What follows belongs to an exercise in optimizing a design on an open flow for small area, a short achievable clock period and few clock cycles per item; a production flow would make more cautious choices. In this exercise RTL edits were held to simulation tests only and were not proved equivalent to the original. Power figures rest on the tool's default switching activity, not on a simulated workload.

**design/flow/config.mk**
```make
export PLATFORM = sky130hd
export DESIGN_NAME = rs72_dec
export DESIGN_NICKNAME = rs72_dec
export VERILOG_FILES = /design/flow/design.v
export SDC_FILE = /design/flow/constraint.sdc
export NUM_CORES = 4
export LEC_CHECK = 0
export CAP_MARGIN = 20
export CORE_MARGIN = 2
export CORE_UTILIZATION = 55
export CTS_CLUSTER_DIAMETER = 80
export CTS_CLUSTER_SIZE = 24
export PLACE_DENSITY = 0.7
export SLEW_MARGIN = 20
```
**design/flow/constraint.sdc**
```tcl
create_clock -name core_clock -period 32.0 [get_ports {clk}]
set_input_delay 6.4000 -clock core_clock [delete_from_list [all_inputs] [get_ports {clk}]]
set_output_delay 6.4000 -clock core_clock [all_outputs]
set_load 0.01 [all_outputs]
```
**design/flow/design.v**
```verilog
module rs72_dec (
    input             clk,
    input             rst,
    input             in_valid,
    output            in_ready,
    input      [63:0] in_data,
    output            out_valid,
    output     [63:0] out_data,
    output            out_last,
    output            out_corrected,
    output            out_uncorrectable,
    output     [1:0]  out_nerr
);
    localparam integer L = 14;
    function automatic [7:0] gf_xt(input [7:0] a);
        gf_xt = {a[6:0], 1'b0} ^ (a[7] ? 8'h1D : 8'h00);
    endfunction
    function automatic [7:0] gf_mulc(input [7:0] a, input integer e);
        integer i;
        reg [7:0] x;
        begin
            x = a;
            for (i = 0; i < e; i = i + 1) x = gf_xt(x);
            gf_mulc = x;
        end
    endfunction
    localparam [63:0]   TCOLS  = 64'h183efb5248324001;
    localparam [63:0]   TICOLS = 64'h2d02168a0a4e9801;
    localparam [63:0]   QCOLS  = 64'h0094a67814080a06;
    localparam [63:0]   SQCOLS = 64'hc832491f0c030401;
    localparam [7:0]    TRMASK = 8'h80;
    localparam [3:0]    LAM    = 4'hf;
    localparam [63:0]   INV16  = 64'h834a5c2f67bde910;
    localparam [255:0]  MEM    = 256'h4900009c002029310608023204201b0d0506985520c45153405f02c80588011e;
    localparam [63:0]   A8COLS = 64'h72a159bd34824129;
    localparam [63:0]   LANE   = 64'h578bc46603c056cb;
    function automatic [3:0] m4(input [3:0] p, input [3:0] q);
        integer i;
        reg [3:0] r, x;
        begin
            r = 4'd0;
            x = p;
            for (i = 0; i < 4; i = i + 1) begin
                if (q[i]) r = r ^ x;
                x = {x[2:0], 1'b0} ^ (x[3] ? 4'h3 : 4'h0);
            end
            m4 = r;
        end
    endfunction
    function automatic [7:0] cmul(input [7:0] a, input [7:0] b);
        reg [3:0] hh, ll, mm;
        begin
            hh = m4(a[7:4], b[7:4]);
            ll = m4(a[3:0], b[3:0]);
            mm = m4(a[7:4] ^ a[3:0], b[7:4] ^ b[3:0]);
            cmul = {mm ^ ll, ll ^ m4(hh, LAM)};
        end
    endfunction
    function automatic [7:0] clin(input [7:0] a, input [63:0] cols);
        integer i;
        reg [7:0] r;
        begin
            r = 8'd0;
            for (i = 0; i < 8; i = i + 1)
                if (a[i]) r = r ^ cols[8*i +: 8];
            clin = r;
        end
    endfunction
    function automatic [7:0] csq(input [7:0] a);
        csq = clin(a, SQCOLS);
    endfunction
    function automatic [7:0] cinv(input [7:0] a);
        reg [3:0] d, di;
        begin
            d  = m4(a[3:0], a[3:0]) ^ m4(a[3:0], a[7:4]) ^ m4(m4(a[7:4], a[7:4]), LAM);
            di = INV16[4*d +: 4];
            cinv = {m4(a[7:4], di), m4(a[7:4] ^ a[3:0], di)};
        end
    endfunction
    integer i, j, k;
    reg [63:0]  ring [0:L-1];
    reg [L-1:0] live;       
    reg [3:0]   sid;        
    reg [3:0]   start0;     
    reg [3:0]   start1;     
    reg         in_rdy;     
    reg         wsel;       
    reg         cond;       
    reg [3:0]   inb;        
    reg         inpar;      
    reg [3:0]   ph;         
    reg         fire;       
    reg [2:0]   ob;         
    reg         hp;         
    reg         rdy;        
    reg         fresh;      
    reg         sfirst;     
    reg         ev0, ev1, ev2, ev3, ev4;
    wire accept = in_valid & wsel & cond;
    assign in_ready = in_rdy;
    wire [3:0] sid_n  = (sid == L - 1) ? 4'd0 : sid + 4'd1;
    wire [2:0] ob_n   = fire ? ob + 3'd1 : ob;
    wire       hp_n   = (fire && ob == 3'd7) ? ~hp : hp;
    wire       rdy_n  = ev4 | (rdy & ~(fire && ob == 3'd7));
    wire       fire_n = live[L-2] & ((ob_n != 3'd0) | ((sid_n == (hp_n ? start1 : start0)) & rdy_n));
    wire       free_n = ~live[L-2] | fire_n;
    wire       cond_n = accept | inb == 4'd0 | inb == 4'd8 | ph == 4'd0;
    always @(posedge clk) begin
        for (i = 1; i < L; i = i + 1) ring[i] <= ring[i-1];
        ring[0] <= wsel ? in_data : ring[L-1];
        sfirst  <= (inb == 4'd0);
        if (accept && inb == 4'd0) begin
            if (inpar) start1 <= sid;
            else       start0 <= sid;
        end
        if (rst) begin
            live   <= {L{1'b0}};
            sid    <= 4'd0;
            in_rdy <= 1'b1;
            wsel   <= 1'b1;
            cond   <= 1'b1;
            inb    <= 4'd0;
            inpar  <= 1'b0;
            ph     <= 4'd0;
            fire   <= 1'b0;
            ob     <= 3'd0;
            hp     <= 1'b0;
            rdy    <= 1'b0;
            fresh  <= 1'b0;
            ev0    <= 1'b0;
            ev1    <= 1'b0;
            ev2    <= 1'b0;
            ev3    <= 1'b0;
            ev4    <= 1'b0;
        end else begin
            for (i = 1; i < L; i = i + 1) live[i] <= live[i-1];
            live[0] <= (accept && inb != 4'd8) | (live[L-1] & ~fire);
            sid     <= sid_n;
            in_rdy  <= free_n & cond_n;
            wsel    <= free_n;
            cond    <= cond_n;
            if (accept) begin
                inb <= (inb == 4'd8) ? 4'd0 : inb + 4'd1;
                if (inb == 4'd8) inpar <= ~inpar;
            end
            ph    <= (accept && inb != 4'd8) ? 4'd1 : (ph == L - 1) ? 4'd0 : ph + 4'd1;
            fire  <= fire_n;
            ob    <= ob_n;
            hp    <= hp_n;
            rdy   <= rdy_n;
            fresh <= accept;
            ev0   <= accept && inb == 4'd8;
            ev1   <= ev0;
            ev2   <= ev1;
            ev3   <= ev2;
            ev4   <= ev3;
        end
    end
    reg  [63:0] synv;         
    wire [63:0] sb = ring[0];
    wire [63:0] sf = sfirst ? 64'd0 : synv;
    wire [63:0] sn;
    wire st0 = sb[61] ^ sb[62];
    wire st1 = sb[58] ^ st0;
    wire st2 = sb[53] ^ sb[54];
    wire st3 = sb[5] ^ sb[14];
    wire st4 = sb[1] ^ sb[35];
    wire st5 = sb[51] ^ sb[52];
    wire st6 = sb[2] ^ sb[13];
    wire st7 = sb[21] ^ sb[26];
    wire st8 = sb[37] ^ sb[38];
    wire st9 = sb[6] ^ sb[46];
    wire st10 = sb[10] ^ sb[50];
    wire st11 = sb[34] ^ sb[45];
    wire st12 = sb[43] ^ sb[55];
    wire st13 = sb[22] ^ sb[30];
    wire st14 = sb[29] ^ sb[39];
    wire st15 = sb[3] ^ sb[31];
    wire st16 = sb[18] ^ sb[27];
    wire st17 = sb[16] ^ sb[25];
    wire st18 = sb[60] ^ st1;
    wire st19 = sb[11] ^ sb[19];
    wire st20 = sb[42] ^ st2;
    wire st21 = sb[12] ^ sb[28];
    wire st22 = sb[40] ^ sb[49];
    wire st23 = sb[33] ^ sb[44];
    wire st24 = sb[15] ^ sb[23];
    wire st25 = sb[41] ^ sb[61];
    wire st26 = sb[4] ^ sb[7];
    wire st27 = sb[9] ^ sb[17];
    wire st28 = sb[24] ^ sb[48];
    wire st29 = sb[47] ^ st6;
    wire st30 = sb[36] ^ st7;
    wire st31 = sb[8] ^ sb[32];
    wire st32 = sb[20] ^ sb[52];
    wire st33 = sb[0] ^ st11;
    wire st34 = st3 ^ st8;
    wire st35 = sb[59] ^ sb[60];
    wire st36 = st10 ^ st18;
    wire st37 = sb[57] ^ st35;
    wire st38 = sb[41] ^ sb[63];
    wire st39 = sb[59] ^ st0;
    wire st40 = st4 ^ st9;
    wire st41 = sb[43] ^ st5;
    wire st42 = st15 ^ st24;
    wire st43 = sb[47] ^ st16;
    wire st44 = sb[2] ^ sb[15];
    wire st45 = sb[8] ^ st22;
    wire st46 = st12 ^ st14;
    wire st47 = sb[18] ^ st20;
    wire st48 = st4 ^ st23;
    wire st49 = sb[20] ^ sb[40];
    wire st50 = sb[36] ^ st27;
    wire st51 = sb[49] ^ st19;
    wire st52 = sb[13] ^ sb[45];
    wire st53 = sb[12] ^ st13;
    wire st54 = sb[9] ^ sb[32];
    wire st55 = sb[7] ^ sb[42];
    wire st56 = sb[17] ^ sb[30];
    wire st57 = sb[5] ^ sb[37];
    wire st58 = st9 ^ st13;
    wire st59 = sb[34] ^ st17;
    wire st60 = sb[55] ^ st26;
    wire st61 = sb[21] ^ sb[61];
    wire st62 = sb[16] ^ st31;
    wire st63 = st21 ^ st32;
    wire st64 = sb[53] ^ st41;
    wire st65 = sb[56] ^ st25;
    wire st66 = sb[19] ^ sb[44];
    wire st67 = sb[20] ^ sb[25];
    wire st68 = st8 ^ st43;
    wire st69 = sb[48] ^ st36;
    wire st70 = sb[22] ^ st45;
    wire st71 = st17 ^ st33;
    wire st72 = sf[58] ^ sf[60];
    wire st73 = st34 ^ st58;
    wire st74 = st38 ^ st39;
    wire st75 = sb[23] ^ st5;
    wire st76 = st10 ^ st12;
    wire st77 = sb[5] ^ st21;
    wire st78 = st1 ^ st10;
    wire st79 = st3 ^ st16;
    wire st80 = sb[29] ^ st57;
    wire st81 = sb[31] ^ sb[63];
    wire st82 = sb[38] ^ st14;
    wire st83 = sb[32] ^ sb[50];
    wire st84 = sb[27] ^ st17;
    wire st85 = sb[39] ^ st28;
    wire st86 = sb[26] ^ st55;
    wire st87 = sb[4] ^ st15;
    wire st88 = sb[6] ^ sb[15];
    wire st89 = sb[28] ^ sb[31];
    wire st90 = sb[33] ^ st30;
    wire st91 = st11 ^ st47;
    wire st92 = sf[61] ^ st72;
    wire st93 = sb[0] ^ st69;
    wire st94 = sb[10] ^ st16;
    wire st95 = sf[27] ^ st29;
    wire st96 = st25 ^ st37;
    wire st97 = sb[24] ^ st18;
    wire st98 = sb[42] ^ st56;
    wire st99 = sb[11] ^ sb[51];
    wire st100 = sb[27] ^ st19;
    wire st101 = st29 ^ st32;
    wire st102 = sb[41] ^ sb[55];
    wire st103 = sb[3] ^ sb[12];
    wire st104 = sf[32] ^ sf[39];
    wire st105 = sb[54] ^ st66;
    wire st106 = sb[29] ^ st7;
    wire st107 = sb[22] ^ sb[46];
    wire st108 = st52 ^ st80;
    wire st109 = sb[8] ^ sb[54];
    wire st110 = sb[23] ^ st33;
    wire st111 = sf[59] ^ st92;
    wire st112 = sb[36] ^ sb[50];
    wire st113 = sb[10] ^ st19;
    wire st114 = st73 ^ st91;
    wire st115 = sb[40] ^ sb[53];
    wire st116 = sf[12] ^ sf[13];
    wire st117 = sf[18] ^ st14;
    wire st118 = sf[51] ^ sf[54];
    wire st119 = sb[6] ^ st3;
    wire st120 = sb[36] ^ st44;
    wire st121 = st24 ^ st40;
    wire st122 = sf[50] ^ sf[53];
    wire st123 = sb[61] ^ st37;
    wire st124 = sb[34] ^ sb[49];
    wire st125 = sb[11] ^ sf[56];
    wire st126 = st50 ^ st67;
    wire st127 = sf[14] ^ st59;
    wire st128 = sf[49] ^ sf[52];
    wire st129 = sb[44] ^ st30;
    wire st130 = sf[40] ^ sf[47];
    wire st131 = sb[39] ^ sb[62];
    wire st132 = st5 ^ st28;
    wire st133 = sb[45] ^ sf[41];
    wire st134 = sb[30] ^ st65;
    wire st135 = sb[13] ^ sf[62];
    wire st136 = sb[4] ^ st48;
    wire st137 = sb[33] ^ st42;
    wire st138 = sb[44] ^ st7;
    wire st139 = sf[24] ^ st95;
    wire st140 = sb[1] ^ st23;
    wire st141 = st20 ^ st70;
    wire st142 = sf[35] ^ sf[38];
    wire st143 = st12 ^ st99;
    wire st144 = sb[24] ^ sf[28];
    wire st145 = sb[32] ^ sb[46];
    wire st146 = sb[37] ^ st2;
    wire st147 = sb[0] ^ st1;
    wire st148 = sb[22] ^ st49;
    wire st149 = sf[41] ^ st42;
    wire st150 = st26 ^ st116;
    wire st151 = sf[19] ^ st77;
    wire st152 = st61 ^ st62;
    wire st153 = st46 ^ st138;
    wire st154 = sf[8] ^ st63;
    wire st155 = sb[21] ^ st82;
    wire st156 = st49 ^ st75;
    wire st157 = sb[10] ^ st88;
    wire st158 = st26 ^ st104;
    wire st159 = st90 ^ st123;
    wire st160 = st5 ^ st111;
    wire st161 = st13 ^ st43;
    wire st162 = st18 ^ st27;
    wire st163 = st20 ^ st30;
    wire st164 = sb[21] ^ st136;
    wire st165 = st74 ^ st76;
    wire st166 = st28 ^ st124;
    wire st167 = sb[5] ^ st132;
    wire st168 = sb[20] ^ st71;
    wire st169 = sb[7] ^ sb[51];
    wire st170 = sb[24] ^ st134;
    wire st171 = sb[48] ^ st94;
    wire st172 = sb[18] ^ st93;
    wire st173 = sb[13] ^ sf[11];
    wire st174 = sb[38] ^ sf[26];
    wire st175 = st8 ^ st103;
    wire st176 = sb[6] ^ sb[30];
    wire st177 = sb[14] ^ sf[37];
    wire st178 = sb[0] ^ sb[34];
    wire st179 = st21 ^ st107;
    wire st180 = sb[26] ^ sb[28];
    wire st181 = st22 ^ st75;
    wire st182 = sb[23] ^ sb[35];
    wire st183 = sf[29] ^ st139;
    wire st184 = st64 ^ st126;
    wire st185 = sb[4] ^ st6;
    wire st186 = sb[17] ^ st3;
    wire st187 = sb[41] ^ st78;
    wire st188 = sf[57] ^ st54;
    wire st189 = sb[29] ^ st3;
    wire st190 = sb[54] ^ st100;
    wire st191 = sf[43] ^ st26;
    wire st192 = st4 ^ st25;
    wire st193 = st53 ^ st140;
    wire st194 = sb[27] ^ st28;
    wire st195 = sb[26] ^ st97;
    wire st196 = st74 ^ st155;
    wire st197 = st62 ^ st120;
    wire st198 = st98 ^ st105;
    wire st199 = sf[12] ^ st87;
    wire st200 = sb[36] ^ st54;
    wire st201 = sb[9] ^ st44;
    wire st202 = sb[23] ^ sb[63];
    wire st203 = sb[14] ^ st84;
    wire st204 = st60 ^ st118;
    wire st205 = sb[48] ^ sf[48];
    wire st206 = st86 ^ st102;
    wire st207 = sb[39] ^ st109;
    wire st208 = sf[63] ^ st60;
    wire st209 = st114 ^ st129;
    wire st210 = sb[28] ^ sf[45];
    wire st211 = st42 ^ st46;
    wire st212 = sb[1] ^ st79;
    wire st213 = sb[47] ^ st40;
    wire st214 = st63 ^ st209;
    wire st215 = sf[40] ^ sf[42];
    wire st216 = sb[31] ^ sf[25];
    wire st217 = st173 ^ st182;
    wire st218 = sb[9] ^ st22;
    wire st219 = sf[34] ^ st177;
    wire st220 = sb[25] ^ st90;
    wire st221 = st39 ^ st52;
    wire st222 = st130 ^ st133;
    wire st223 = sb[48] ^ st212;
    wire st224 = sf[46] ^ st9;
    wire st225 = sf[15] ^ st45;
    wire st226 = sb[29] ^ st36;
    wire st227 = sf[19] ^ st117;
    wire st228 = sb[47] ^ st221;
    wire st229 = st50 ^ st79;
    wire st230 = st53 ^ st199;
    wire st231 = st27 ^ st106;
    wire st232 = sf[20] ^ st89;
    wire st233 = sb[49] ^ st29;
    wire st234 = sb[40] ^ sf[55];
    wire st235 = sb[51] ^ st87;
    wire st236 = st51 ^ st235;
    wire st237 = sf[15] ^ st41;
    wire st238 = sb[42] ^ st83;
    wire st239 = sf[33] ^ st137;
    wire st240 = sf[36] ^ st239;
    wire st241 = sb[37] ^ st30;
    wire st242 = st125 ^ st160;
    wire st243 = sb[2] ^ st122;
    wire st244 = sb[5] ^ sb[12];
    wire st245 = sf[35] ^ st158;
    wire st246 = st113 ^ st127;
    wire st247 = sb[25] ^ st119;
    wire st248 = sb[18] ^ sb[19];
    wire st249 = st73 ^ st211;
    wire st250 = st15 ^ st46;
    wire st251 = sf[16] ^ st151;
    wire st252 = st6 ^ st110;
    wire st253 = sf[62] ^ st2;
    wire st254 = st4 ^ st68;
    wire st255 = sb[11] ^ sb[28];
    wire st256 = sb[31] ^ sb[45];
    wire st257 = sb[17] ^ st86;
    wire st258 = sb[55] ^ st27;
    wire st259 = st154 ^ st246;
    wire st260 = st71 ^ st229;
    assign sn[0] = sb[0] ^ sb[56] ^ sf[0] ^ st28 ^ st108 ^ st115 ^ st152;
    assign sn[1] = sf[1] ^ st185 ^ st214 ^ st226;
    assign sn[2] = sb[14] ^ sb[38] ^ sb[54] ^ sb[62] ^ sf[2] ^ st58;
    assign sn[3] = sb[21] ^ sb[35] ^ sb[63] ^ sf[3] ^ st2 ^ st100 ^ st169 ^ st228 ^ st249;
    assign sn[4] = sf[4] ^ st14 ^ st24 ^ st29 ^ st36 ^ st60 ^ st81 ^ st214;
    assign sn[5] = sf[5] ^ st6 ^ st78 ^ st106 ^ st114;
    assign sn[6] = sb[3] ^ sb[27] ^ sf[6] ^ st21 ^ st51 ^ st96 ^ st108 ^ st164 ^ st184;
    assign sn[7] = sb[53] ^ sf[7] ^ st61 ^ st108;
    assign sn[8] = sb[1] ^ sb[56] ^ sf[9] ^ st29 ^ st61 ^ st150 ^ st249 ^ st259;
    assign sn[9] = sb[35] ^ sf[10] ^ st23 ^ st59 ^ st64 ^ st88 ^ st97 ^ st225 ^ st257;
    assign sn[10] = sb[8] ^ sb[53] ^ st131 ^ st138 ^ st186 ^ st217 ^ st230;
    assign sn[11] = sb[52] ^ sf[8] ^ st31 ^ st66 ^ st116 ^ st121 ^ st146 ^ st165 ^ st180 ^ st260;
    assign sn[12] = st23 ^ st81 ^ st141 ^ st150 ^ st195 ^ st217 ^ st237 ^ st260;
    assign sn[13] = sb[3] ^ sb[53] ^ sf[11] ^ sf[12] ^ st1 ^ st8 ^ st44 ^ st56 ^ st153 ^ st213 ^ st225 ^ st259;
    assign sn[14] = sb[33] ^ sf[9] ^ sf[13] ^ st24 ^ st28 ^ st59 ^ st96 ^ st119 ^ st237 ^ st238;
    assign sn[15] = sb[11] ^ sb[43] ^ sf[10] ^ st61 ^ st82 ^ st101 ^ st127 ^ st230;
    assign sn[16] = sb[51] ^ sf[21] ^ st40 ^ st68 ^ st109 ^ st113 ^ st117 ^ st129 ^ st168 ^ st170 ^ st232 ^ st258;
    assign sn[17] = sb[3] ^ sb[13] ^ sb[19] ^ sb[41] ^ sb[42] ^ sf[22] ^ st54 ^ st93 ^ st156 ^ st176 ^ st227;
    assign sn[18] = sb[52] ^ sb[62] ^ sf[23] ^ st68 ^ st107 ^ st197 ^ st251 ^ st257;
    assign sn[19] = sb[9] ^ sb[24] ^ sb[34] ^ sf[17] ^ st31 ^ st41 ^ st47 ^ st51 ^ st140 ^ st196 ^ st232;
    assign sn[20] = sb[28] ^ sb[33] ^ sf[18] ^ st31 ^ st38 ^ st49 ^ st64 ^ st68 ^ st93 ^ st98;
    assign sn[21] = sb[15] ^ sb[35] ^ sb[46] ^ st1 ^ st11 ^ st17 ^ st105 ^ st167 ^ st200 ^ st206 ^ st227;
    assign sn[22] = sb[50] ^ sb[51] ^ st70 ^ st82 ^ st96 ^ st201 ^ st248 ^ st251;
    assign sn[23] = sb[17] ^ sf[17] ^ st25 ^ st60 ^ st99 ^ st203 ^ st213 ^ st241 ^ st256;
    assign sn[24] = sb[56] ^ sb[61] ^ sf[30] ^ st11 ^ st24 ^ st76 ^ st136 ^ st144 ^ st145 ^ st163 ^ st175 ^ st183 ^ st203;
    assign sn[25] = sb[3] ^ sb[18] ^ sf[25] ^ sf[31] ^ st22 ^ st139 ^ st169 ^ st226 ^ st241 ^ st247;
    assign sn[26] = sf[26] ^ st48 ^ st49 ^ st99 ^ st131 ^ st144 ^ st179 ^ st216 ^ st252 ^ st258;
    assign sn[27] = sb[35] ^ sf[28] ^ sf[29] ^ st9 ^ st55 ^ st74 ^ st84 ^ st95 ^ st112 ^ st115 ^ st132 ^ st174;
    assign sn[28] = sb[7] ^ sb[12] ^ sb[50] ^ sf[27] ^ sf[28] ^ st11 ^ st38 ^ st40 ^ st57 ^ st181 ^ st195;
    assign sn[29] = st15 ^ st20 ^ st23 ^ st54 ^ st112 ^ st143 ^ st147 ^ st148 ^ st183 ^ st247;
    assign sn[30] = sb[4] ^ sb[50] ^ sf[30] ^ st77 ^ st85 ^ st121 ^ st123 ^ st126 ^ st216 ^ st233;
    assign sn[31] = sf[31] ^ st76 ^ st110 ^ st152 ^ st174 ^ st190 ^ st193;
    assign sn[32] = sb[14] ^ sb[19] ^ sb[46] ^ st12 ^ st62 ^ st89 ^ st91 ^ st101 ^ st104 ^ st134 ^ st164 ^ st218;
    assign sn[33] = sb[8] ^ sb[37] ^ sf[39] ^ st51 ^ st69 ^ st168 ^ st179 ^ st240;
    assign sn[34] = sb[6] ^ sb[24] ^ sb[62] ^ st16 ^ st83 ^ st120 ^ st198 ^ st219 ^ st250;
    assign sn[35] = sb[0] ^ st19 ^ st48 ^ st81 ^ st83 ^ st142 ^ st181 ^ st228 ^ st244;
    assign sn[36] = sb[44] ^ st53 ^ st124 ^ st143 ^ st145 ^ st172 ^ st202 ^ st245;
    assign sn[37] = sb[1] ^ sb[17] ^ st14 ^ st32 ^ st52 ^ st100 ^ st141 ^ st187 ^ st240 ^ st245;
    assign sn[38] = sb[2] ^ sb[23] ^ sf[33] ^ st13 ^ st23 ^ st37 ^ st51 ^ st61 ^ st85 ^ st94 ^ st200 ^ st219 ^ st256;
    assign sn[39] = sb[16] ^ sb[38] ^ sf[34] ^ st12 ^ st47 ^ st56 ^ st142 ^ st180 ^ st189 ^ st192 ^ st233;
    assign sn[40] = sb[10] ^ st20 ^ st57 ^ st62 ^ st65 ^ st133 ^ st153 ^ st156 ^ st194 ^ st210 ^ st215;
    assign sn[41] = sb[6] ^ sb[37] ^ sb[43] ^ sf[45] ^ sf[46] ^ st44 ^ st66 ^ st89 ^ st161 ^ st162 ^ st166 ^ st191;
    assign sn[42] = sb[27] ^ sb[38] ^ st102 ^ st130 ^ st131 ^ st141 ^ st201 ^ st220 ^ st224 ^ st244;
    assign sn[43] = sb[20] ^ sb[63] ^ sf[44] ^ st12 ^ st39 ^ st222 ^ st223 ^ st236 ^ st238;
    assign sn[44] = sb[26] ^ sb[39] ^ sb[49] ^ sb[55] ^ sf[42] ^ sf[44] ^ st38 ^ st149 ^ st172 ^ st185 ^ st198;
    assign sn[45] = sb[38] ^ sf[43] ^ st6 ^ st13 ^ st22 ^ st147 ^ st149 ^ st171 ^ st184 ^ st210;
    assign sn[46] = sb[8] ^ sb[16] ^ st98 ^ st159 ^ st215 ^ st223 ^ st224 ^ st250;
    assign sn[47] = sb[11] ^ sb[25] ^ sb[40] ^ st2 ^ st7 ^ st31 ^ st32 ^ st34 ^ st85 ^ st191 ^ st192 ^ st222;
    assign sn[48] = sb[4] ^ sb[40] ^ st5 ^ st46 ^ st47 ^ st59 ^ st112 ^ st128 ^ st170 ^ st175 ^ st243;
    assign sn[49] = sf[49] ^ st15 ^ st34 ^ st118 ^ st162 ^ st194 ^ st206 ^ st252 ^ st255;
    assign sn[50] = sb[12] ^ sb[16] ^ sb[62] ^ sf[50] ^ st42 ^ st48 ^ st50 ^ st101 ^ st146 ^ st176 ^ st205 ^ st234;
    assign sn[51] = sb[6] ^ sf[51] ^ st21 ^ st70 ^ st80 ^ st128 ^ st165 ^ st190 ^ st205;
    assign sn[52] = sb[4] ^ sb[5] ^ st18 ^ st122 ^ st163 ^ st171 ^ st202 ^ st218 ^ st255;
    assign sn[53] = st137 ^ st167 ^ st187 ^ st204 ^ st231 ^ st243 ^ st254;
    assign sn[54] = sb[26] ^ sb[36] ^ sb[37] ^ sf[48] ^ st29 ^ st84 ^ st96 ^ st157 ^ st193 ^ st204 ^ st207 ^ st234;
    assign sn[55] = sb[46] ^ sb[61] ^ sf[55] ^ st4 ^ st19 ^ st53 ^ st64 ^ st128 ^ st178 ^ st189 ^ st197;
    assign sn[56] = sb[34] ^ st10 ^ st21 ^ st22 ^ st40 ^ st65 ^ st208 ^ st220 ^ st242 ^ st253;
    assign sn[57] = sb[13] ^ sf[57] ^ st8 ^ st12 ^ st26 ^ st72 ^ st94 ^ st97 ^ st121 ^ st125 ^ st148 ^ st178 ^ st207;
    assign sn[58] = sb[10] ^ sb[33] ^ sb[53] ^ sb[62] ^ st3 ^ st7 ^ st11 ^ st55 ^ st161 ^ st188 ^ st242;
    assign sn[59] = sb[19] ^ sf[57] ^ st6 ^ st67 ^ st111 ^ st166 ^ st186 ^ st196 ^ st253;
    assign sn[60] = sb[1] ^ sb[16] ^ sb[33] ^ sf[56] ^ st8 ^ st18 ^ st63 ^ st81 ^ st85 ^ st115 ^ st135 ^ st208 ^ st248;
    assign sn[61] = sb[54] ^ sf[60] ^ st71 ^ st77 ^ st78 ^ st88 ^ st135 ^ st188 ^ st236 ^ st254;
    assign sn[62] = sb[19] ^ sb[22] ^ sf[63] ^ st20 ^ st27 ^ st33 ^ st34 ^ st92 ^ st103 ^ st157 ^ st159;
    assign sn[63] = sb[4] ^ sb[47] ^ sf[59] ^ sf[61] ^ st9 ^ st10 ^ st23 ^ st25 ^ st31 ^ st67 ^ st75 ^ st135 ^ st231;
    always @(posedge clk)
        if (fresh) synv <= sn;
    reg [7:0] s [0:7];
    reg [7:0] det, s1n, s2n, den, num, iden, inum;
    reg       c_dz, c_zero;
    reg [7:0] h_s [0:7];      
    reg [7:0] p_den, p_num, p_s2n;
    reg       p_dz, p_zero;
    reg [7:0] k_sg1, k_sg2;   
    reg [7:0] q_isg1;
    reg       q_dz, q_zero;
    reg [7:0] r_t, r_u;
    reg       r_dz, r_zero, r_ok12;
    reg [7:0] r_e3;           
    reg [7:0] ma [0:5];
    reg [7:0] mb [0:5];
    reg [7:0] mp [0:5];
    reg [7:0] y;
    always @* begin
        for (j = 0; j < 8; j = j + 1) s[j] = synv[8*j +: 8];
        iden = cinv(p_den);
        inum = cinv(p_num);
        y    = clin(r_t, QCOLS);
        for (i = 0; i < 6; i = i + 1) begin
            ma[i] = 8'd0;
            mb[i] = 8'd0;
        end
        if (ev1) begin
            ma[3] = s[0]; mb[3] = s[2];
            ma[4] = s[1]; mb[4] = s[2];
            ma[5] = s[0]; mb[5] = s[3];
            ma[0] = s[1]; mb[0] = s[3];
        end
        if (ev2) begin
            ma[0] = p_num; mb[0] = iden;
            ma[1] = p_s2n; mb[1] = iden;
            ma[2] = p_den; mb[2] = inum;
        end
        if (ev3) begin
            ma[0] = k_sg2;  mb[0] = csq(q_isg1);
            ma[1] = h_s[1]; mb[1] = q_isg1;
            ma[3] = k_sg1;  mb[3] = h_s[3];
            ma[4] = k_sg1;  mb[4] = h_s[4];
            ma[5] = q_dz ? k_sg1 : k_sg2; mb[5] = h_s[2];
            ma[2] = k_sg2;  mb[2] = h_s[3];
        end
        if (ev4) begin
            ma[0] = k_sg1;  mb[0] = y;
            ma[2] = h_s[0]; mb[2] = y;
            ma[3] = k_sg1;  mb[3] = h_s[5];
            ma[4] = k_sg1;  mb[4] = h_s[6];
            ma[5] = k_sg2;  mb[5] = h_s[4];
            ma[1] = k_sg2;  mb[1] = h_s[5];
        end
        for (i = 0; i < 6; i = i + 1) mp[i] = cmul(ma[i], mb[i]);
        det  = mp[3] ^ csq(s[1]);
        s1n  = mp[4] ^ mp[5];
        s2n  = mp[0] ^ csq(s[2]);
        c_dz = (det == 8'd0);
        den  = c_dz ? s[0] : det;
        num  = c_dz ? s[1] : s1n;
        c_zero = 1'b1;
        for (j = 0; j < 8; j = j + 1)
            if (synv[8*j +: 8] != 8'd0) c_zero = 1'b0;
    end
    always @(posedge clk) begin
        if (ev1)
            for (j = 0; j < 8; j = j + 1) h_s[j] <= s[j];
        p_den  <= den;
        p_num  <= num;
        p_s2n  <= s2n;
        p_dz   <= c_dz;
        p_zero <= c_zero;
        if (ev2) begin
            k_sg1 <= mp[0];
            k_sg2 <= p_dz ? 8'd0 : mp[1];
        end
        q_isg1 <= mp[2];
        q_dz   <= p_dz;
        q_zero <= p_zero;
        r_t    <= mp[0];
        r_u    <= mp[1];
        r_ok12 <= ((h_s[4] ^ mp[3] ^ (q_dz ? 8'd0 : mp[5])) == 8'd0) &&
                  (!q_dz || (h_s[3] ^ mp[5]) == 8'd0);
        r_e3   <= h_s[5] ^ mp[4] ^ mp[2];
        r_dz   <= q_dz;
        r_zero <= q_zero;
    end
    reg [7:0] x1;
    always @* x1 = r_dz ? k_sg1 : mp[0];
    reg       f_chk, f_dz, f_zero, f_two;
    reg [7:0] f_e5;           
    reg [7:0] f_x1, f_x2, f_s0, f_u, f_s0y;
    always @(posedge clk) begin
        if (fire) begin
            f_x1 <= clin(f_x1, A8COLS);
            f_x2 <= clin(f_x2, A8COLS);
        end
        if (ev4) begin
            f_chk  <= r_ok12 && (r_e3 == 8'd0) &&
                      ((h_s[6] ^ mp[3] ^ mp[5]) == 8'd0);
            f_e5   <= h_s[7] ^ mp[4] ^ mp[1];
            f_dz   <= r_dz;
            f_zero <= r_zero;
            f_two  <= (k_sg1 != 8'd0) && (k_sg2 != 8'd0) && !(^(r_t & TRMASK));
            f_x1   <= x1;
            f_x2   <= x1 ^ k_sg1;
            f_s0   <= h_s[0];
            f_u    <= r_u;
            f_s0y  <= mp[2];
        end
    end
    reg        l_m1, l_m2;
    always @(posedge clk)
        if (fire && ob == 3'd0) begin
            l_m1 <= MEM[f_x1];
            l_m2 <= MEM[f_x2];
        end
    reg [7:0]  yc1, yc2, f_y1, f_y2;
    reg        m1, m2, ok1, ok2, e_v1, e_v2;
    reg [1:0]  e_nerr;
    reg [63:0] fix;
    always @* begin
        yc2 = f_u ^ f_s0y;
        yc1 = f_dz ? f_s0 : (yc2 ^ f_s0);
        f_y1 = clin(yc1, TICOLS);
        f_y2 = clin(yc2, TICOLS);
        m1  = (ob == 3'd0) ? MEM[f_x1] : l_m1;
        m2  = (ob == 3'd0) ? MEM[f_x2] : l_m2;
        ok1 = f_chk && (f_e5 == 8'd0) && (f_s0 != 8'd0) && m1;
        ok2 = f_chk && (f_e5 == 8'd0) && f_two && m1 && m2;
        e_v1 = !f_zero && (f_dz ? ok1 : ok2);
        e_v2 = !f_zero && !f_dz && ok2;
        e_nerr = e_v2 ? 2'd2 : e_v1 ? 2'd1 : 2'd0;
        for (k = 0; k < 8; k = k + 1) begin
            fix[8*k +: 8] = ring[L-1][8*k +: 8];
            if (e_v1 && f_x1 == LANE[8*k +: 8]) fix[8*k +: 8] = fix[8*k +: 8] ^ f_y1;
            if (e_v2 && f_x2 == LANE[8*k +: 8]) fix[8*k +: 8] = fix[8*k +: 8] ^ f_y2;
        end
    end
    reg [63:0] o_data;
    reg        o_valid, o_last, o_corr, o_unc;
    reg [1:0]  o_nerr;
    always @(posedge clk) begin
        o_data <= fix;
        o_nerr <= e_nerr;
        o_unc  <= !f_zero && !e_v1;
        o_corr <= e_v1;
        if (rst) begin
            o_valid <= 1'b0;
            o_last  <= 1'b0;
        end else begin
            o_valid <= fire;
            o_last  <= fire && ob == 3'd7;
        end
    end
    assign out_valid         = o_valid;
    assign out_data          = o_data;
    assign out_last          = o_last;
    assign out_corrected     = o_corr;
    assign out_uncorrectable = o_unc;
    assign out_nerr          = o_nerr;
endmodule
```
**design/flow/flow/run.sh**
```bash
#!/bin/bash
set -euo pipefail
export BUFFER_PORTS_ARGS="-buffer_cell sky130_fd_sc_hd__buf_2"
bash standard.sh finish > flow_standard.log 2>&1
```
**design/flow/standard.sh**
```bash
#!/bin/bash
# synth_recipe.tcl (not shown) runs the flow's synth.tcl, then flattens the netlist and writes it again
# the make line also repeats each setting of config.mk as NAME=value (left out here)
make -C /OpenROAD-flow-scripts/flow DESIGN_CONFIG=/design/flow/config.mk WORK_HOME=/design/flow/orfs CLKGATE_MAP_FILE= SYNTH_SCRIPT=/design/flow/synth_recipe.tcl "${@:-finish}"
```
==> impl_metrics.csv, run 1 <==
group,metric,value,unit
timing,relSlewSlack,17.5,%
timing,fmax,132,MHz
synthesis,yosys.area.top_type,"dfxtp_1",
timing,drv_slew,0,
clocking,hold_buffers,0,
setup_path,cp-end-kind,"output pin",
routing,ant_nets,0,
clocking,cts_tree,"yes",
floorplanning,die_y,315,um
clocking,cts_setup_buffers,0,
synthesis,synth_nets,4987,
grt,overflow,0,
clocking,clock_latency,0.67,ns
routing,avgViaCountPerCell,5.63,
synthesis,async_flop_share,0,%
hold_path,hp-class,"reg -> reg",
timing,hold_viol_final,0,
setup_path,cp.depth,1,
routing,wirelength,159000,um
synthesis,ys_top_cells_by_count,"xnor2_1, dfxtp_1, xor2_1",
setup_path,crit_path_start,"o_data[58]",
place,placed_area,0.0555,mm2
grt,grt_first_pass_wirelength,226000,um
setup_path,worstSetupStartpointType,"flop",
routing,vias,35400,
timing,fin_ws,24.45,ns
cells_and_area,nets,5089,
synthesis,synth_cell_types,93,
synthesis,synth-warning-count,7,
synthesis,synth_area_per_cell,10.9,um2
pwr,leakage,21.0,nW
place,gp_congestion,1.05,
setup_path,crit_buf_inv,1,
setup_path,crit_chain,"buf_2",
routing,drt_first_pass_iters,8,
routing,drc,0,
place,port_buffers,137,
timing,post-route-period-util,23.6,%
grt,antenna_found_initial,7,
pwr,power.density,98.7,mW/mm2
setup_path,cp_slowest_stage_delay,0.35,ns
timing,finalSetupViolCount,0,
setup_path,critical-path-top-delay-family,"flip-flops",
synthesis,synth_ff_type,"dfxtp_1",
cells_and_area,instances_no_fill,6295,
routing,wire_per_inst,25.2,um
floorplanning,initial_core_util,55.3,%
place,placed_cells,6190,
clocking,clkSinkCount,1278,
place,post-dp-hpwl,118000,um
routing,drt_iter0_drc,3896,
floorplanning,rows,114,
synthesis,synth_most_common_cell,"xnor2_1",
grt,track_usage,31.4,%
cells_and_area,final_area,0.0576,mm2
setup_path,rr_worst_depth,17,
run,drv_cap,0,
timing,tightest_slew,1.23,ns
pwr,vdd_drop_max,302,uV
clocking,cts_resized,0,
clocking,clk_pin_slew_worst_paths,0.09,ns
timing,setup_tns,0,ns
outcome,status,"no timing/DRC/antenna violations",
synthesis,yosysSeqAreaShare,52.0,%
setup_path,crit_required,25.60,ns
setup_path,crit_type,"reg -> out",
synthesis,synth_top_area_share,40.3,%
clocking,root_buffer,"clkbuf_16",
synthesis,ys_ff_latch,1278,
timing,rsz0062_at_grt,"no",
floorplanning,ios,138,
cells_and_area,drive_gt1_share,9.27,%
grt,grt_max_degree,79,
setup_path,rrSetupSlack,24.66,ns
setup_path,r2r-end,"f_s0y[0]",
floorplanning,dieArea,0.0992,mm2
setup_path,worstSetupEndpoint,"out_data[58]",
synthesis,synth_edf_count,206,
clocking,cts_buffer_depth,3,
timing,fin_skew,0.0341,ns
floorplanning,die_w,315,um
timing,fin_crit,7.55,ns
synthesis,syn_area,0.0532,mm2
floorplanning,core,0.0963,mm2
setup_path,critical_path.max_fanout,1,
setup_path,cp_slowest_cell,"dfxtp_1",
pwr,finalPower,0.00569,W
grt,first_global_vias,33200,
setup_path,r2r_start,"p_num[5]",
cells_and_area,syn_to_final_growth,8.34,%
clocking,cts_buffers,67,
synthesis,synthCells,4883,
clocking,h-tree-depth,3,
setup_path,worstPathArrival,1.15,ns
place,post-place-ws,24.20,ns
synthesis,yosys-top-cells-area,"dfxtp_1, xnor2_1, edfxtp_1, xor2_1, nor2_1",
## worst min-delay path by stage
stage                 from      endpoint  slack, ns  cells after the start
6_report       ring[6][35]   ring[7][35]       0.32                      0
5_1_grt        ring[1][37]   ring[2][37]       0.32                      0
4_1_cts        ring[4][36]   ring[5][36]       0.31                      0
3_5_place_dp   ring[9][15]  ring[10][15]       0.31                      0
3_3_place_gp   ring[8][41]   ring[9][41]       0.31                      0
2_1_floorplan       p_zero        q_zero       0.31                      0
## cell families after synthesis
| logic type | synth area share, % |
|---|---|
| xor gates and xnor gates | 26.4 |
| adders and majority gates | 0.870 |
| DFF | 52.0 |
| buffers and inverters | 2.05 |
| AOI/OAI and AO/OA | 7.13 |
| muxes | 2.34 |
| and+or+nand+nor | 9.23 |
## flip-flops by register name (all words and copies together) (netlist names), 8 cells and up
name    flops
q_isg1      8
r_t         8
f_s0        8
r_u         8
k_sg2       8
o_data     64
p_s2n       8
p_num       8
f_u         8
r_e3        8
f_x1        8
f_x2        8
live       14
k_sg1       8
ring      896
h_s        64
f_s0y       8
synv       64
f_e5        8
p_den       8
## report_power, final
group	total, W	switching, W	internal, W	leakage [nW]
Combinational	0.00277	0.00162	0.00115	9.03
Clock	0.000950	0.000529	0.000421	1.01
Sequential	0.00197	0.000160	0.00181	10.9
## through the flow
stage	utilization, %	hold WS (ns)
CTS	59.8	0.314
finish	59.9	0.319
detailed placement	57.6	0.312
global route	59.9	0.325
floorplan	-	0.310
global placement	57.6	0.309
## final cells by class
class | instances | area (um2)
clock buffers | 84 | 1810
well taps | 1276 | 1600
repair buffers | 247 | 1510
multi-input cells | 3327 | 24500
fillers | 8034 | 38600
flip-flops and latches | 1278 | 27700
inverters | 64 | 240
diodes | 4 | 10.0
clock inverters | 15 | 303
## cells in the final DEF (no fill, tap or decap), types with 27 or more instances in the layout
cell type	instances
buf_4	109
nand3_1	40
mux2i_1	35
ha_1	37
xor2_1	360
nor2_1	339
nand2_1	312
dfxtp_1	1066
a21oi_1	129
nand2b_1	36
xnor2_1	1178
o21ai_0	101
nor3_1	31
clkbuf_16	70
edfxtp_1	206
o211ai_1	27
nor4_1	39
mux2_2	75
nor2b_1	107
a22oi_1	49
o22ai_1	28
inv_1	60
buf_2	137
## metal layers
metal,wire [um],global-route usage [%]
met4,11200,18.9
met3,13600,5.33
met5,26,0
met1,63900,41.4
met2,69900,48.6
Testbench counts, summed over its fixed seeds: cycles 14,512, units 1,600.
==> inputs of run 2 (changes only) <==
--- a/design/flow/config.mk
+++ b/design/flow/config.mk
@@ -8,7 +8,7 @@
 export CAP_MARGIN = 20
 export CORE_MARGIN = 2
 export CORE_UTILIZATION = 55
-export CTS_CLUSTER_DIAMETER = 80
-export CTS_CLUSTER_SIZE = 24
+export CTS_CLUSTER_DIAMETER = 100
+export CTS_CLUSTER_SIZE = 28
 export PLACE_DENSITY = 0.7
 export SLEW_MARGIN = 20
==> run 2 against run 1 <==
Net effect:
- count of clock-buffer cells in the layout is 13 lower
- non-clock buffer count is the same
- synthesized cell count is the same
- flip-flop and latch count stayed put
- worst setup slack got worse by 0.033 ns
- final cell count fell by 0.29%
- largest cell class unchanged
- still clean
- sequential power about the same
- combinational power about the same
- critical endpoint unchanged
- first-iteration DRC count grew 2.8%
- worst hold slack lost 0.028 ns
- clock power is 14% lower
==> impl_metrics.csv, run 2 <==
group,metric,value,unit
pwr,vdd_drop_max,303,uV
timing,relSlewSlack,20.9,%
timing,fin_crit,7.59,ns
clocking,clock_latency,0.71,ns
setup_path,cp_slowest_stage_delay,0.36,ns
setup_path,r2r_start,"p_num[5]",
pwr,power.density,97.3,mW/mm2
timing,setup_tns,0,ns
clocking,cts_setup_buffers,0,
hold_path,hp-class,"reg -> reg",
synthesis,synth_ff_type,"dfxtp_1",
place,post-dp-hpwl,118000,um
timing,fmax,132,MHz
hold_path,holdPathStages,0,
synthesis,yosys.area.top_type,"dfxtp_1",
cells_and_area,final_cell_mix,"xnor2_1, dfxtp_1, xor2_1",
synthesis,synthCells,4883,
setup_path,rr_worst_depth,17,
grt,first_global_vias,33000,
synthesis,yosysSeqAreaShare,52.0,%
floorplanning,rows,114,
floorplanning,die_w,315,um
timing,fin_skew,0.0620,ns
setup_path,cp_slowest_cell,"dfxtp_1",
run,drv_cap,0,
hold_path,worstHoldEndpoint,"ring[9][48]",
synthesis,async_flop_share,0,%
synthesis,synth_cell_types,93,
setup_path,crit_type,"reg -> out",
outcome,status,"no timing/DRC/antenna violations",
routing,wirelength,158000,um
setup_path,crit_buf_inv,1,
cells_and_area,drive_gt1_share,8.87,%
setup_path,rrSetupSlack,24.79,ns
synthesis,synth_area_per_cell,10.9,um2
routing,drt_iter0_drc,4006,
cells_and_area,top_register,"ring",
timing,tightest_slew,1.18,ns
clocking,h-tree-depth,2,
synthesis,synth_edf_count,206,
timing,drv_slew,0,
synthesis,synth_most_common_cell,"xnor2_1",
grt,grt_first_pass_wirelength,225000,um
floorplanning,die_y,315,um
routing,vias,35100,
timing,fin_ws,24.41,ns
setup_path,critical-path-top-delay-family,"flip-flops",
synthesis,syn_area,0.0532,mm2
hold_path,hp-start,"ring[8][48]",
setup_path,crit_required,25.60,ns
setup_path,r2r-end,"f_s0y[0]",
setup_path,critical_path.max_fanout,1,
setup_path,cp-end-kind,"output pin",
synthesis,yosys-top-cells-area,"dfxtp_1, xnor2_1, edfxtp_1, xor2_1, nor2_1",
cells_and_area,largest_register_ffs,896,
synthesis,ys_top_cells_by_count,"xnor2_1, dfxtp_1, xor2_1",
setup_path,crit_chain,"buf_2",
grt,track_usage,31.3,%
floorplanning,initial_core_util,55.3,%
cells_and_area,final_common_cell,"xnor2_1",
place,port_buffers,137,
setup_path,worstPathArrival,1.19,ns
synthesis,ys_ff_latch,1278,
routing,ant_nets,0,
timing,post-route-period-util,23.7,%
routing,drc,0,
clocking,hold_buffers,0,
synthesis,synth_nets,4987,
floorplanning,ios,138,
setup_path,worstSetupStartpointType,"flop",
floorplanning,core,0.0963,mm2
clocking,clkSinkCount,1278,
place,post-place-ws,24.20,ns
grt,antenna_found_initial,9,
cells_and_area,fill_cells,8100,
routing,wire_per_inst,25.1,um
routing,drt_first_pass_iters,6,
grt,overflow,0,
routing,avgViaCountPerCell,5.60,
clocking,cts_tree,"yes",
floorplanning,dieArea,0.0992,mm2
synthesis,synth_top_area_share,40.3,%
clocking,cts_resized,0,
pwr,leakage,20.7,nW
timing,hold_viol_final,0,
cells_and_area,syn_to_final_growth,7.38,%
timing,rsz0062_at_grt,"no",
grt,grt_max_degree,79,
clocking,cts_buffers,54,
timing,finalSetupViolCount,0,
clocking,clk_pin_slew_worst_paths,0.10,ns
synthesis,synth-warning-count,7,
place,gp_congestion,1.05,
clocking,root_buffer,"clkbuf_16",
cells_and_area,fin_util,59.3,%
cells_and_area,nets,5076,
clocking,cts_buffer_depth,3,
==> run 2: changes by cell type in the layout (fill, tap and decap cells not counted) <==
| cell | previous run | this run |
|---|---|---|
| clkinv_16 | 5 | 4 |
| clkinv_8 | 2 | 0 |
| inv_12 | 3 | 1 |
| inv_16 | 2 | 1 |
| inv_8 | 2 | 1 |
| inv_4 | 0 | 1 |
| clkbuf_16 | 70 | 54 |
| clkbuf_8 | 1 | 0 |
| clkinvlp_4 | 0 | 1 |
| clkbuf_1 | 13 | 17 |
==> run 2: worst max-delay path by stage <==
stage                     from            to  slack [ns]  cells past startpoint
floorplan             in_valid     start1[0]       24.38                      4
global placement      in_valid     start1[0]       24.24                      4
detailed placement    in_valid     start1[0]       24.20                      4
CTS                 o_data[50]  out_data[50]       24.37                      1
global route          p_num[5]       r_e3[7]       24.32                     17
finish              o_data[58]  out_data[58]       24.41                      1
==> run 2: per-stage QoR <==
stage / area [um2] / hold slack, ns / cells / total power (W)
detailed placement: 55500 / 0.312 / 6190 / 0.00468
global placement: 55500 / 0.309 / 6189 / 0.00463
finish: 57100 / 0.291 / 6277 / 0.00556
global route: 57100 / 0.294 / 6275 / 0.00580
floorplan: 53200 / 0.310 / 4883 / 0.00404
CTS: 57100 / 0.276 / 6271 / 0.00549
==> run 2: routing by layer <==
metal	up-vias	share of wire [%]	track usage, %
met5	-	0.022	0
met4	4	6.7	17.7
met3	448	8.1	4.31
met2	1585	45	48.7
met1	16800	41	41.9
li1	16300	-	-
==> run 2: power breakdown <==
group | switching [W] | internal [W]
clock | 0.000493 | 0.000324
combinational | 0.00162 | 0.00115
sequential | 0.000161 | 0.00181
total | 0.00228 | 0.00328
==> run 2: kinds of logic (layout without fill, tap and decap cells) <==
logic type,count (synthesis),after routing,synth area share [%]
AOI/OAI and AO/OA,567,567,7.13
buffers and inverters,278,392,2.05
xor gates and xnor gates,1568,1568,26.4
other,0,4,0
muxes,113,113,2.34
adders and majority gates,37,37,0.870
DFF,1278,1278,52.0
and+or+nand+nor,1042,1042,9.23
==> run 2: cell type report <==
cell class,count,area [um2],share of cell area [%]
sequential,1278,27700,48.4
multi-input combinational,3327,24500,42.9
tap,1276,1600,2.79
timing repair buffer,247,1510,2.65
clock buffer,71,1420,2.48
inverter,64,240,0.421
clock inverter,10,190,0.333
antenna,4,10.0,0.0175
==> inputs of run 3 (changes only) <==
--- a/design/flow/design.v
+++ b/design/flow/design.v
@@ -508,37 +508,18 @@
         iden = cinv(p_den);
         inum = cinv(p_num);
         y    = clin(r_t, QCOLS);
-        for (i = 0; i < 6; i = i + 1) begin
-            ma[i] = 8'd0;
-            mb[i] = 8'd0;
-        end
-        if (ev1) begin
-            ma[3] = s[0]; mb[3] = s[2];
-            ma[4] = s[1]; mb[4] = s[2];
-            ma[5] = s[0]; mb[5] = s[3];
-            ma[0] = s[1]; mb[0] = s[3];
-        end
-        if (ev2) begin
-            ma[0] = p_num; mb[0] = iden;
-            ma[1] = p_s2n; mb[1] = iden;
-            ma[2] = p_den; mb[2] = inum;
-        end
-        if (ev3) begin
-            ma[0] = k_sg2;  mb[0] = csq(q_isg1);
-            ma[1] = h_s[1]; mb[1] = q_isg1;
-            ma[3] = k_sg1;  mb[3] = h_s[3];
-            ma[4] = k_sg1;  mb[4] = h_s[4];
-            ma[5] = q_dz ? k_sg1 : k_sg2; mb[5] = h_s[2];
-            ma[2] = k_sg2;  mb[2] = h_s[3];
-        end
-        if (ev4) begin
-            ma[0] = k_sg1;  mb[0] = y;
-            ma[2] = h_s[0]; mb[2] = y;
-            ma[3] = k_sg1;  mb[3] = h_s[5];
-            ma[4] = k_sg1;  mb[4] = h_s[6];
-            ma[5] = k_sg2;  mb[5] = h_s[4];
-            ma[1] = k_sg2;  mb[1] = h_s[5];
-        end
+        ma[0] = ({8{ev1}} & s[1]) | ({8{ev2}} & p_num) | ({8{ev3}} & k_sg2) | ({8{ev4}} & k_sg1);
+        mb[0] = ({8{ev1}} & s[3]) | ({8{ev2}} & iden) | ({8{ev3}} & csq(q_isg1)) | ({8{ev4}} & y);
+        ma[1] = ({8{ev2}} & p_s2n) | ({8{ev3}} & h_s[1]) | ({8{ev4}} & k_sg2);
+        mb[1] = ({8{ev2}} & iden) | ({8{ev3}} & q_isg1) | ({8{ev4}} & h_s[5]);
+        ma[2] = ({8{ev2}} & p_den) | ({8{ev3}} & k_sg2) | ({8{ev4}} & h_s[0]);
+        mb[2] = ({8{ev2}} & inum) | ({8{ev3}} & h_s[3]) | ({8{ev4}} & y);
+        ma[3] = ({8{ev1}} & s[0]) | ({8{ev3 | ev4}} & k_sg1);
+        mb[3] = ({8{ev1}} & s[2]) | ({8{ev3}} & h_s[3]) | ({8{ev4}} & h_s[5]);
+        ma[4] = ({8{ev1}} & s[1]) | ({8{ev3 | ev4}} & k_sg1);
+        mb[4] = ({8{ev1}} & s[2]) | ({8{ev3}} & h_s[4]) | ({8{ev4}} & h_s[6]);
+        ma[5] = ({8{ev1}} & s[0]) | ({8{ev3 & q_dz}} & k_sg1) | ({8{(ev3 & ~q_dz) | ev4}} & k_sg2);
+        mb[5] = ({8{ev1}} & s[3]) | ({8{ev3}} & h_s[2]) | ({8{ev4}} & h_s[4]);
         for (i = 0; i < 6; i = i + 1) mp[i] = cmul(ma[i], mb[i]);
         det  = mp[3] ^ csq(s[1]);
         s1n  = mp[4] ^ mp[5];
--- a/design/flow/config.mk
+++ b/design/flow/config.mk
@@ -8,7 +8,7 @@
 export CAP_MARGIN = 20
 export CORE_MARGIN = 2
 export CORE_UTILIZATION = 55
-export CTS_CLUSTER_DIAMETER = 100
-export CTS_CLUSTER_SIZE = 28
+export CTS_CLUSTER_DIAMETER = 80
+export CTS_CLUSTER_SIZE = 24
 export PLACE_DENSITY = 0.7
 export SLEW_MARGIN = 20
==> run 3 against run 2 <==
Net effect:
- global-route usage down 0.92 points
- highest routed layer unchanged
- sequential share of layout area is 0.067 points higher
- synthesized cell count shrank 1.9%
- sequential power is essentially flat
- worst hold slack improved by 0.033 ns
- largest power group unchanged
- non-clock buffer count increased by 7
- clock skew is 0.024 ns lower
- still clean on timing, DRC and antenna
- first-iteration DRC count is 0.67% higher
- count of clock-buffer cells in the layout is 10 higher
- worst setup slack better by 0.038 ns
- maximum frequency increased by 0.51%
- core utilization grew 0.72 points
==> impl_metrics.csv, run 3 <==
group,metric,value,unit
outcome,status,"no timing/DRC/antenna violations",
timing,fin_crit,7.55,ns
setup_path,cp-end-kind,"output pin",
setup_path,worstSetupStartpointType,"flop",
setup_path,crit_chain,"buf_2",
timing,rsz0062_at_grt,"no",
setup_path,worstPathArrival,1.15,ns
setup_path,critical-path-top-delay-family,"flip-flops",
synthesis,synthMuxAreaShare,2.44,%
pwr,vdd_drop_max,271,uV
clocking,clock_latency,0.68,ns
cells_and_area,seq_area,0.0277,mm2
timing,post-route-period-util,23.6,%
clocking,cts_buffer_depth,3,
timing,finalSetupViolCount,0,
timing,fmax,132,MHz
routing,wirelength,152000,um
synthesis,syn_area,0.0527,mm2
place,placed_area,0.0550,mm2
grt,grt_max_degree,77,
routing,drt_first_pass_iters,11,
synthesis,synth_compound_area_share,6.09,%
clocking,clkSinkCount,1278,
routing,vias,34500,
clocking,cts_setup_buffers,0,
place,gp_congestion,1.06,
routing,drc,0,
setup_path,crit_type,"reg -> out",
timing,fin_skew,0.0383,ns
synthesis,synthAdderAreaFrac,0.925,%
synthesis,synth_nets,4897,
clocking,clk_pin_slew_worst_paths,0.09,ns
clocking,cts_resized,0,
floorplanning,die_y,314,um
routing,drt_iter0_drc,4033,
synthesis,yosys.area.top_type,"dfxtp_1",
synthesis,ys_top_cells_by_count,"xnor2_1, dfxtp_1, nor2_1",
cells_and_area,multi_input_area,0.0240,mm2
synthesis,ys_ff_latch,1278,
timing,setup_tns,0,ns
floorplanning,core,0.0950,mm2
floorplanning,die_w,314,um
setup_path,cp.depth,1,
hold_path,holdPathStages,0,
synthesis,yosysSeqAreaShare,52.4,%
grt,antenna_found_initial,11,
setup_path,critical_path.max_fanout,1,
synthesis,synth_cell_types,92,
floorplanning,ios,138,
timing,relSlewSlack,17.4,%
synthesis,synth_edf_count,206,
clocking,h-tree-depth,3,
run,drv_cap,0,
setup_path,crit_buf_inv,1,
grt,first_global_vias,32600,
cells_and_area,fill_cells,7944,
setup_path,cp_slowest_cell,"dfxtp_1",
cells_and_area,final_common_cell,"xnor2_1",
cells_and_area,nets,4987,
place,post-dp-hpwl,113000,um
synthesis,synthSimpleGateAreaFrac,8.97,%
timing,hold_viol_final,0,
clocking,cts_tree,"yes",
synthesis,yosys-top-cells-area,"dfxtp_1, xnor2_1, edfxtp_1, xor2_1, nor2_1",
routing,wire_per_inst,24.7,um
grt,track_usage,30.3,%
place,port_buffers,137,
setup_path,rr_worst_depth,19,
synthesis,synth_top_family_by_area,"XOR/XNOR gates",
synthesis,synth-warning-count,7,
cells_and_area,final_area,0.0571,mm2
synthesis,synth_xor_area_share,27.0,%
floorplanning,dieArea,0.0984,mm2
cells_and_area,syn_to_final_growth,8.16,%
pwr,leakage,21.1,nW
synthesis,synthCells,4791,
synthesis,synth_ff_type,"dfxtp_1",
synthesis,async_flop_share,0,%
synthesis,synth_most_common_cell,"xnor2_1",
clocking,hold_buffers,0,
clocking,root_buffer,"clkbuf_16",
grt,overflow,0,
clocking,cts_buffers,67,
routing,ant_nets,0,
synthesis,synth_top_area_share,40.7,%
hold_path,hp-class,"reg -> reg",
setup_path,cp_slowest_stage_delay,0.34,ns
cells_and_area,top_register,"ring",
cells_and_area,final_cell_mix,"xnor2_1, dfxtp_1, nor2_1",
setup_path,crit_required,25.60,ns
timing,tightest_slew,1.24,ns
cells_and_area,largest_register_ffs,896,
cells_and_area,drive_gt1_share,9.37,%
pwr,power.density,99.4,mW/mm2
synthesis,synth_area_per_cell,11.0,um2
grt,grt_first_pass_wirelength,218000,um
routing,avgViaCountPerCell,5.58,
floorplanning,initial_core_util,55.5,%
floorplanning,rows,113,
timing,drv_slew,0,
## run 3: cell count changes after synthesis, moves of 19 or more
cell / before / now
a21oi_1: 129 / 85
a222oi_1: 3 / 49
a22oi_1: 49 / 26
clkbuf_1: 168 / 187
nand3_1: 40 / 65
nor2_1: 340 / 371
nor2b_1: 108 / 77
o21ai_1: 23 / 2
xnor2_1: 1181 / 1206
## run 3: cell families after synthesis
logic type	count (synthesis)
xor+xnor	1580
flops	1278
simple gates	1027
compound gates	459
buf+inv	294
mux	114
fa+ha+maj	39
## run 3: where the power goes
part           leakage (nW)  internal, W  switching, W
clock network         0.972     0.000403      0.000524
logic                  9.20      0.00114       0.00162
registers              10.9      0.00181      0.000169
total                  21.1      0.00335       0.00231
## run 3: metrics by stage
stage,instances,worst slack [ns],hold slack (ns),power [W],util [%]
4_1_cts,6170,24.41,0.324,0.00564,60.0
2_1_floorplan,4791,24.38,0.310,0.00408,-
3_5_place_dp,6072,24.21,0.312,0.00472,57.9
5_1_grt,6175,24.25,0.320,0.00592,60.0
6_report,6178,24.45,0.323,0.00567,60.1
3_3_place_gp,6072,24.23,0.310,0.00469,57.9
## run 3: worst reg2reg max path: stages, from the launching register on
cell	delay [ns]
dfxtp_1	0.92
ha_1	0.56
xnor2_1	0.20
a21oi_1	0.21
xnor2_1	0.19
xor3_2	0.39
inv_1	0.14
ha_1	0.25
mux4_2	0.64
nor2_1	0.18
xnor2_1	0.13
xnor3_1	0.53
a21oi_2	0.35
nor2_1	0.11
o31a_1	0.30
o311ai_1	0.42
xnor3_2	0.58
xnor2_2	0.49
xnor2_1	0.18
o22ai_1	0.10
## run 3: metal layers
layer	part of all wire [%]	GRT usage (%)	wire (um)	up-vias
met1	41	40.0	62100	16600
met4	5.5	14.4	8360	2
li1	-	-	-	15900
met3	7.9	4.76	12100	386
met2	46	49.0	69900	1565
met5	0.0085	0	13	-
## run 3: final cells by class
type                            instances  share of cell area (%)
Timing Repair Buffer                  254                    2.72
Clock buffer                           81                    3.03
Sequential cell                      1278                    48.5
Multi-Input combinational cell       3219                    42.1
Inverter                               61                   0.401
Antenna cell                            3                  0.0132
Tap cell                             1265                    2.77
Clock inverter                         17                   0.515
## run 3: final timing paths
kind	endpoint	slack (ns)	startpoint
worst min-delay path	ring[11][52]	0.32	ring[10][52]
worst min register to register	ring[11][52]	0.32	ring[10][52]
worst max register to register	f_x2[0]	24.88	p_den[7]
worst max-delay path	out_data[37]	24.45	o_data[37]
Testbench counts of run 3, summed over its fixed seeds: cycles 14,512, units 1,600.
==> inputs of run 4 (changes only) <==
--- a/design/flow/config.mk
+++ b/design/flow/config.mk
@@ -8,7 +8,7 @@
 export CAP_MARGIN = 20
 export CORE_MARGIN = 2
 export CORE_UTILIZATION = 55
-export CTS_CLUSTER_DIAMETER = 80
-export CTS_CLUSTER_SIZE = 24
+export CTS_CLUSTER_DIAMETER = 100
+export CTS_CLUSTER_SIZE = 28
 export PLACE_DENSITY = 0.7
 export SLEW_MARGIN = 20
==> run 4 against run 3 <==
Net effect:
- still clean on timing, DRC and antenna
- worst setup slack worse by 0.0037 ns
- sequential power barely moved
- routed wire length is essentially flat
- die area unchanged
- clock power down 11%
- cell area down 0.68%
- highest routed layer unchanged
==> impl_metrics.csv, run 4 <==
group,metric,value,unit
cells_and_area,final_cell_mix,"xnor2_1, dfxtp_1, nor2_1",
clocking,cts_tree,"yes",
place,post-place-ws,24.21,ns
synthesis,synth-warning-count,7,
timing,fmax,132,MHz
pwr,power.density,98.2,mW/mm2
clocking,cts_setup_buffers,0,
setup_path,cp_slowest_stage_delay,0.35,ns
floorplanning,rows,113,
synthesis,synth_compound_area_share,6.09,%
grt,track_usage,30.2,%
synthesis,synthMuxAreaShare,2.44,%
hold_path,hp-class,"reg -> reg",
timing,timing.hold.ws,0.300,ns
grt,first_global_vias,32300,
synthesis,synthSimpleGateAreaFrac,8.97,%
synthesis,synth_most_common_cell,"xnor2_1",
setup_path,worstSetupStartpointType,"flop",
synthesis,synth_top_family_by_area,"XOR/XNOR gates",
timing,fin_crit,7.55,ns
timing,hold_viol_final,0,
timing,finalSetupViolCount,0,
floorplanning,die_y,314,um
grt,grt_max_degree,77,
routing,ant_nets,0,
floorplanning,dieArea,0.0984,mm2
timing,setup_tns,0,ns
clocking,h-tree-depth,2,
timing,fin_ws,24.45,ns
synthesis,synthCells,4791,
cells_and_area,top_register,"ring",
synthesis,synth_ff_type,"dfxtp_1",
synthesis,synth_area_per_cell,11.0,um2
clocking,cts_buffer_depth,3,
cells_and_area,syn_to_final_growth,7.42,%
clocking,cts_buffers,54,
synthesis,synthAdderAreaFrac,0.925,%
grt,overflow,0,
clocking,clock_latency,0.69,ns
place,placed_area,0.0550,mm2
cells_and_area,drive_gt1_share,9.01,%
cells_and_area,fill_cells,7968,
cells_and_area,largest_register_ffs,896,
timing,drv_slew,0,
timing,tightest_slew,1.25,ns
grt,grt_first_pass_wirelength,218000,um
clocking,clkSinkCount,1278,
outcome,status,"no timing/DRC/antenna violations",
cells_and_area,final_common_cell,"xnor2_1",
setup_path,crit_required,25.60,ns
cells_and_area,final_area,0.0567,mm2
setup_path,critical_path.max_fanout,1,
setup_path,crit_chain,"buf_2",
cells_and_area,seq_area,0.0277,mm2
clocking,cts_resized,0,
routing,vias,34300,
setup_path,crit_buf_inv,1,
setup_path,cp_slowest_cell,"dfxtp_1",
timing,rsz0062_at_grt,"no",
synthesis,async_flop_share,0,%
floorplanning,die_w,314,um
setup_path,critical-path-top-delay-family,"flip-flops",
synthesis,synth_nets,4897,
clocking,root_buffer,"clkbuf_16",
clocking,clk_pin_slew_worst_paths,0.12,ns
cells_and_area,multi_input_area,0.0240,mm2
setup_path,worstPathArrival,1.15,ns
synthesis,syn_area,0.0527,mm2
floorplanning,initial_core_util,55.5,%
synthesis,yosys-top-cells-area,"dfxtp_1, xnor2_1, edfxtp_1, xor2_1, nor2_1",
setup_path,cp-end-kind,"output pin",
floorplanning,ios,138,
routing,avgViaCountPerCell,5.57,
pwr,vdd_drop_max,267,uV
synthesis,synth_cell_types,92,
synthesis,synth_top_area_share,40.7,%
place,port_buffers,137,
clocking,hold_buffers,0,
timing,post-route-period-util,23.6,%
routing,drt_first_pass_iters,13,
floorplanning,core,0.0950,mm2
routing,drt_iter0_drc,4054,
synthesis,ys_ff_latch,1278,
routing,drc,0,
routing,wirelength,152000,um
synthesis,synth_edf_count,206,
routing,wire_per_inst,24.7,um
synthesis,yosysSeqAreaShare,52.4,%
pwr,leakage,20.9,nW
timing,relSlewSlack,16.6,%
place,post-dp-hpwl,113000,um
place,gp_congestion,1.06,
run,drv_cap,0,
synthesis,synth_xor_area_share,27.0,%
grt,antenna_found_initial,8,
timing,fin_skew,0.0422,ns
synthesis,ys_top_cells_by_count,"xnor2_1, dfxtp_1, nor2_1",
cells_and_area,nets,4974,
setup_path,crit_type,"reg -> out",
synthesis,yosys.area.top_type,"dfxtp_1",
run 4: cell counts after synthesis:
Identical to the previous run, type by type.
run 4: per-layer routing:
metal / vias up / GRT usage, % / routed length [um]
met5: - / 0 / 13
met4: 2 / 14.2 / 8240
met3: 378 / 4.39 / 12000
met2: 1538 / 48.5 / 69600
met1: 16500 / 40.3 / 62600
li1: 15900 / - / -
run 4: cell families (layout without fill, tap and decap cells):
family	Yosys count	in the layout
XOR/XNOR	1580	1580
flip-flops	1278	1278
AND/OR/NAND/NOR	1027	1027
AO/OA/AOI/OAI	459	459
buffers and inverters	294	397
multiplexers	114	114
adder cells (fa/ha/maj)	39	39
other	0	4
run 4: worst paths after layout:
| check | to | depth (start not counted) | start | slack, ns |
|---|---|---|---|---|
| worst min register to register | ring[9][6] | 0 | ring[8][6] | 0.30 |
| worst min-delay path | ring[9][6] | 0 | ring[8][6] | 0.30 |
| worst max register to register | f_x2[0] | 19 | p_den[7] | 24.80 |
| worst max-delay path | out_data[0] | 1 | o_data[0] | 24.45 |
run 4: final cells by class:
class                      count  area share [%]
antenna                        4          0.0177
clock buffer                  72            2.54
clock inverter                10           0.336
inverter                      61           0.404
multi-input combinational   3219            42.3
sequential                  1278            48.8
tap                         1265            2.79
timing repair buffer         254            2.74
run 4: report_power, final:
part | switching, W | internal (W) | total [W]
sequential | 0.000169 | 0.00181 | 0.00198
clock | 0.000492 | 0.000332 | 0.000825
combinational | 0.00162 | 0.00114 | 0.00276
total | 0.00228 | 0.00328 | 0.00557
run 4: stage by stage:
step	util, %	cells	total power, W
detailed placement	57.9	6072	0.00472
floorplan	-	4791	0.00408
finish	59.6	6163	0.00557
CTS	59.6	6154	0.00554
global placement	57.9	6072	0.00469
global route	59.6	6159	0.00582

-- static timing again, ports no longer ideal --
In the flow no input, the clock included, has a driving cell. The finished layouts below were timed again as built, in two steps.
Step 1: set_driving_cell puts a clkbuf_16 on clk and a buf_2 on each other input, an assumption about the parent block.
Step 2 times the ports against the registers' clock, not the clock port: input delays grow and output delays shrink by t, the midpoint of the rising clock arrivals with the driver on.
a / b / c = no drivers / after step 1 / after step 2; a / b = the first two.
run	shift t [ns]	slack for setup (ns)	worst data-port slew with drivers (ns)	cell pins on the clock port's net
run 1	0.730	24.446 / 24.374 / 24.212	0.08	1
run 2	0.746	24.413 / 24.346 / 24.238	0.08	1
run 3	0.734	24.452 / 24.379 / 24.191	0.06	1
run 4	0.737	24.448 / 24.375 / 24.209	0.06	1
After both steps setup and hold are still met in every run listed. The setup slack of run 3, which loses most, moves by -0.073 ns with the drivers and by -0.261 ns with both steps.
